Context: an optimization exercise on an open-source flow, tuned for small area. The choices shown serve that exercise and are no tape-out recipe. In this exercise RTL edits were held to simulation tests only and were not proved equivalent to the original.

==> inputs of branch violet <==
// lpe_vstage
module lpe_vstage (
    input  wire        clk,
    input  wire        rst,
    input  wire        clear,
    input  wire        start,
    input  wire [15:0] e,
    input  wire [15:0] kp_k,
    input  wire [3:0]  kp_s,
    input  wire [15:0] ki_k,
    input  wire [3:0]  ki_s,
    input  wire [15:0] ilim_lo,
    input  wire [15:0] ilim_hi,
    input  wire [15:0] ulim_lo,
    input  wire [15:0] ulim_hi,
    input  wire        cond,
    input  wire        bq1_en,
    input  wire [15:0] bq1_b0, bq1_b1, bq1_b2, bq1_a1, bq1_a2,
    input  wire        bq2_en,
    input  wire [15:0] bq2_b0, bq2_b1, bq2_b2, bq2_a1, bq2_a2,
    input  wire [15:0] vulim_lo,
    input  wire [15:0] vulim_hi,
    output reg         done,
    output reg  [15:0] iq0,         
    output reg         clamp_i
);
clock: 15.0 ns
lec_check: 0
cap_margin: 20
core_margin: 2
core_utilization: 40
place_density: 0.6
slew_margin: 20
standard.sh (not shown) runs the stock make flow with config.mk's settings and CLKGATE_MAP_FILE= SYNTH_SCRIPT=/design/flow/synth_recipe.tcl, a recipe that flattens the netlist after the stock synthesis.
==> flow/flow/run.sh <==
#!/bin/bash
# The standard layout, with every port buffered by a buf_1 instead of the
# default clkdlybuf4s50_1.  make's output goes to layout.log here; ORFS keeps
# each step's log under orfs/logs.
set -euo pipefail
bash standard.sh "BUFFER_PORTS_ARGS=-buffer_cell sky130_fd_sc_hd__buf_1" finish > layout.log 2>&1
==> inputs of branch xenon, as changes to branch violet <==
--- a/flow/design.v
+++ b/flow/design.v
@@ -120,18 +120,18 @@
             OP_B1B: begin D = x1b_o; sgn = dcc == 3'd3; coef = bq2_b1; sh = 2'd2; end
             OP_B0B: begin D = ydig;  sgn = dcc == 3'd3; coef = bq2_b0; sh = 2'd2; end
             default: ;
         endcase
     end
     wire [18:0] K   = $signed({{3{coef[15]}}, coef}) <<< sh;
     wire        yp  = run_m & pb;                  
-    wire        n0  = (D[1] & ~(D[0] & yp)) ^ is_a;    
+    wire        n0  = D[1] & ~(D[0] & yp);
     wire        o0  = D[0] ^ yp;
     wire        t0  = (D[1] & ~D[0] & ~yp) | (~D[1] & D[0] & yp);
-    wire        n1  = (D[3] & ~(D[2] & D[1])) ^ is_a;
+    wire        n1  = D[3] & ~(D[2] & D[1]);
     wire        o1  = D[2] ^ D[1];
     wire        t1  = (D[3] & ~D[2] & ~D[1]) | (~D[3] & D[2] & D[1]);
     wire [19:0] K2  = {K, 1'b0};
     wire [19:0] Ks  = {K[18], K};
     wire [19:0] R0  = ((Ks & {20{o0}}) | (K2 & {20{t0}})) ^ {20{n0}};
     wire [19:0] R1  = ((Ks & {20{o1}}) | (K2 & {20{t1}})) ^ {20{n1}};
     wire [23:0] X   = run_m ? {{4{P[19]}}, P} : 24'd0;
@@ -153,16 +153,16 @@
     wire fa    = (fop == OP_A2A) || (fop == OP_A1A) || (fop == OP_A2B) || (fop == OP_A1B);
     wire ffst  = (fop == OP_A2A) || (fop == OP_A2B);
     wire [39:0] ext_bq = {{4{P[19]}}, P, L[23:8]};
     wire [39:0] ext_pi = {P[15:0], L};
     wire        rc     = rb & ~(P[19] & zl);        
     wire [39:0] Im     = zI ? 40'd0 : {{9{integ[30]}}, integ};
     wire [39:0] op1    = fpi ? Im : ffst ? 40'd0 : A;
-    wire [39:0] op2    = fpi ? ext_pi : ext_bq;
-    wire [39:0] Asum   = add40(op1, op2, fa & rc);
+    wire [39:0] op2    = fpi ? ext_pi : fa ? ~ext_bq : ext_bq;
+    wire [39:0] Asum   = add40(op1, op2, fa & ~rc);
     wire [24:0] Ah  = A[39:15];
     wire        Anz = |A[14:0];
     wire [24:0] ilo = {{9{ilim_lo[15]}}, ilim_lo};
     wire [24:0] ihi = {{9{ilim_hi[15]}}, ilim_hi};
     wire below = lt26({Ah[24], Ah}, {ilo[24], ilo});           
     wire above = lt26({ihi, 1'b0}, {Ah, Anz});                 
     wire signed [15:0] es = iq0;
@@ -174,19 +174,20 @@
         reg cy;
         cy = inc;
         for (i = 0; i < 26; i = i + 1) begin
             raw[i] = (i == 25 ? A[39] : A[15 + (i > 24 ? 24 : i)]) ^ cy;
             cy = (i == 25 ? A[39] : A[15 + (i > 24 ? 24 : i)]) & cy;
         end
     end
-    wire [15:0] clo    = piend ? ulim_lo : 16'h8000;
-    wire [15:0] chi    = piend ? ulim_hi : 16'h7FFF;
-    wire        u_hi   = lt26({{10{chi[15]}}, chi}, raw);
-    wire        u_lo   = lt26(raw, {{10{clo[15]}}, clo});
-    wire [15:0] u      = u_hi ? chi : u_lo ? clo : raw[15:0];
+    wire        sat_hi = ~raw[25] & |raw[24:15];
+    wire        sat_lo =  raw[25] & ~&raw[24:15];
+    wire [15:0] us     = sat_hi ? 16'h7FFF : sat_lo ? 16'h8000 : raw[15:0];
+    wire        u_hi   = lt26({{10{ulim_hi[15]}}, ulim_hi}, raw);
+    wire        u_lo   = lt26(raw, {{10{ulim_lo[15]}}, ulim_lo});
+    wire [15:0] u      = u_hi ? ulim_hi : u_lo ? ulim_lo : raw[15:0];
     wire        c_lo = A[39] & ~&A[38:30];
     wire        c_hi = ~A[39] & (|A[38:30] | (&A[29:15] & Anz));
     wire [31:0] cA = c_lo ? 32'hC0000000 : c_hi ? 32'h3FFF8000 : A[31:0];
     wire [3:0]  cdig = cA[4*ph +: 4];
     wire        wr   = bqend | wact;
     wire        wj   = bqend ? bqj : wsel;
     wire        f_lo = lt26({{10{iq0[15]}}, iq0}, {{10{vulim_lo[15]}}, vulim_lo});
@@ -272,17 +273,17 @@
                 end
             end
             if (piend) begin
                 iq0 <= u;
                 lp <= u_hi ? 2'b01 : u_lo ? 2'b11 : 2'b00;
             end
             if (bqend) begin
-                iq0 <= u;
-                if (u_hi)      lp <= 2'b01;
-                else if (u_lo) lp <= 2'b11;
+                iq0 <= us;
+                if (sat_hi)      lp <= 2'b01;
+                else if (sat_lo) lp <= 2'b11;
                 if (bqj) zB2 <= 1'b0; else zB1 <= 1'b0;
             end
             if (fev) begin
                 iq0 <= fy;
                 if (f_hi)      lp <= 2'b01;
                 else if (f_lo) lp <= 2'b11;
                 done <= 1'b1;
==> flow/run.sh (new file) <==
#!/bin/bash
# synth_recipe.tcl (not shown) runs the flow's synth.tcl, then flattens the netlist and writes it again
# the make line also repeats each setting of config.mk as NAME=value (left out here)
make -C /OpenROAD-flow-scripts/flow DESIGN_CONFIG=/design/flow/config.mk WORK_HOME=/design/flow/orfs CLKGATE_MAP_FILE= SYNTH_SCRIPT=/design/flow/synth_recipe.tcl finish
- CORE_UTILIZATION: 40 -> 65
- PLACE_DENSITY: 0.6 -> 0.75
removed: flow/flow/run.sh
removed: flow/standard.sh
==> results.env <==
USE_MET3_PCT=5.054
ROUTED_LENGTH_ON_MET1_UM=28760
YOSYS.AREA_SHARE.ADDER_PCT=12.40
CP_NUM_CELLS=45
MULTI_INPUT_AREA_SHARE_PCT=47.38
POWER.SHARE.SEQUENTIAL_PCT=43.0
CRITICAL-PATH-MAX-STAGE-DELAY_NS=0.41
SYNTH.AREA.MUX_SHARE_PCT=6.649
RUN_STATUS='complete, no violations'
SYNTHDISTINCTLIBCELLS=97
FINAL.FILL_COUNT=4626
DP.CELLS=2911
(the above is from branch violet)
==> results.env <==
RUN_STATUS='complete, no violations'
CRITICAL-PATH-MAX-STAGE-DELAY_NS=0.42
ROUTED_LENGTH_ON_MET1_UM=24830
SYNTH.AREA.MUX_SHARE_PCT=4.377
MULTI_INPUT_AREA_SHARE_PCT=44.46
FINAL.FILL_COUNT=1674
(the above is from branch xenon)

## what the ideal ports hide
The results above use ideal ports. As a check the final layouts listed here were re-extracted and re-timed, cells and wires unchanged. Step 1, drivers: a clkbuf_16 drives clk and a buf_2 each remaining input, both assumed. Step 2 moves the port delays by t, midway between the first and last clock arrival at a register: inputs arrive t later, outputs are due t later. That takes back most of the time a late clock gives input paths. a / b / c = ideal / step 1 / step 2; a / b = the first two.
run	shift t [ns]	slack for setup (ns)	pins driven straight from the clock port
branch violet	0.599	0.391 / 0.391 / -0.142	1
branch xenon	0.588	0.224 / 0.224 / -0.332	1
With both steps, setup timing fails in branch violet and branch xenon, where it was met with ideal ports. For branch xenon, which loses most, drivers alone change the setup slack by 0.000 ns; drivers and shift together by -0.556 ns.
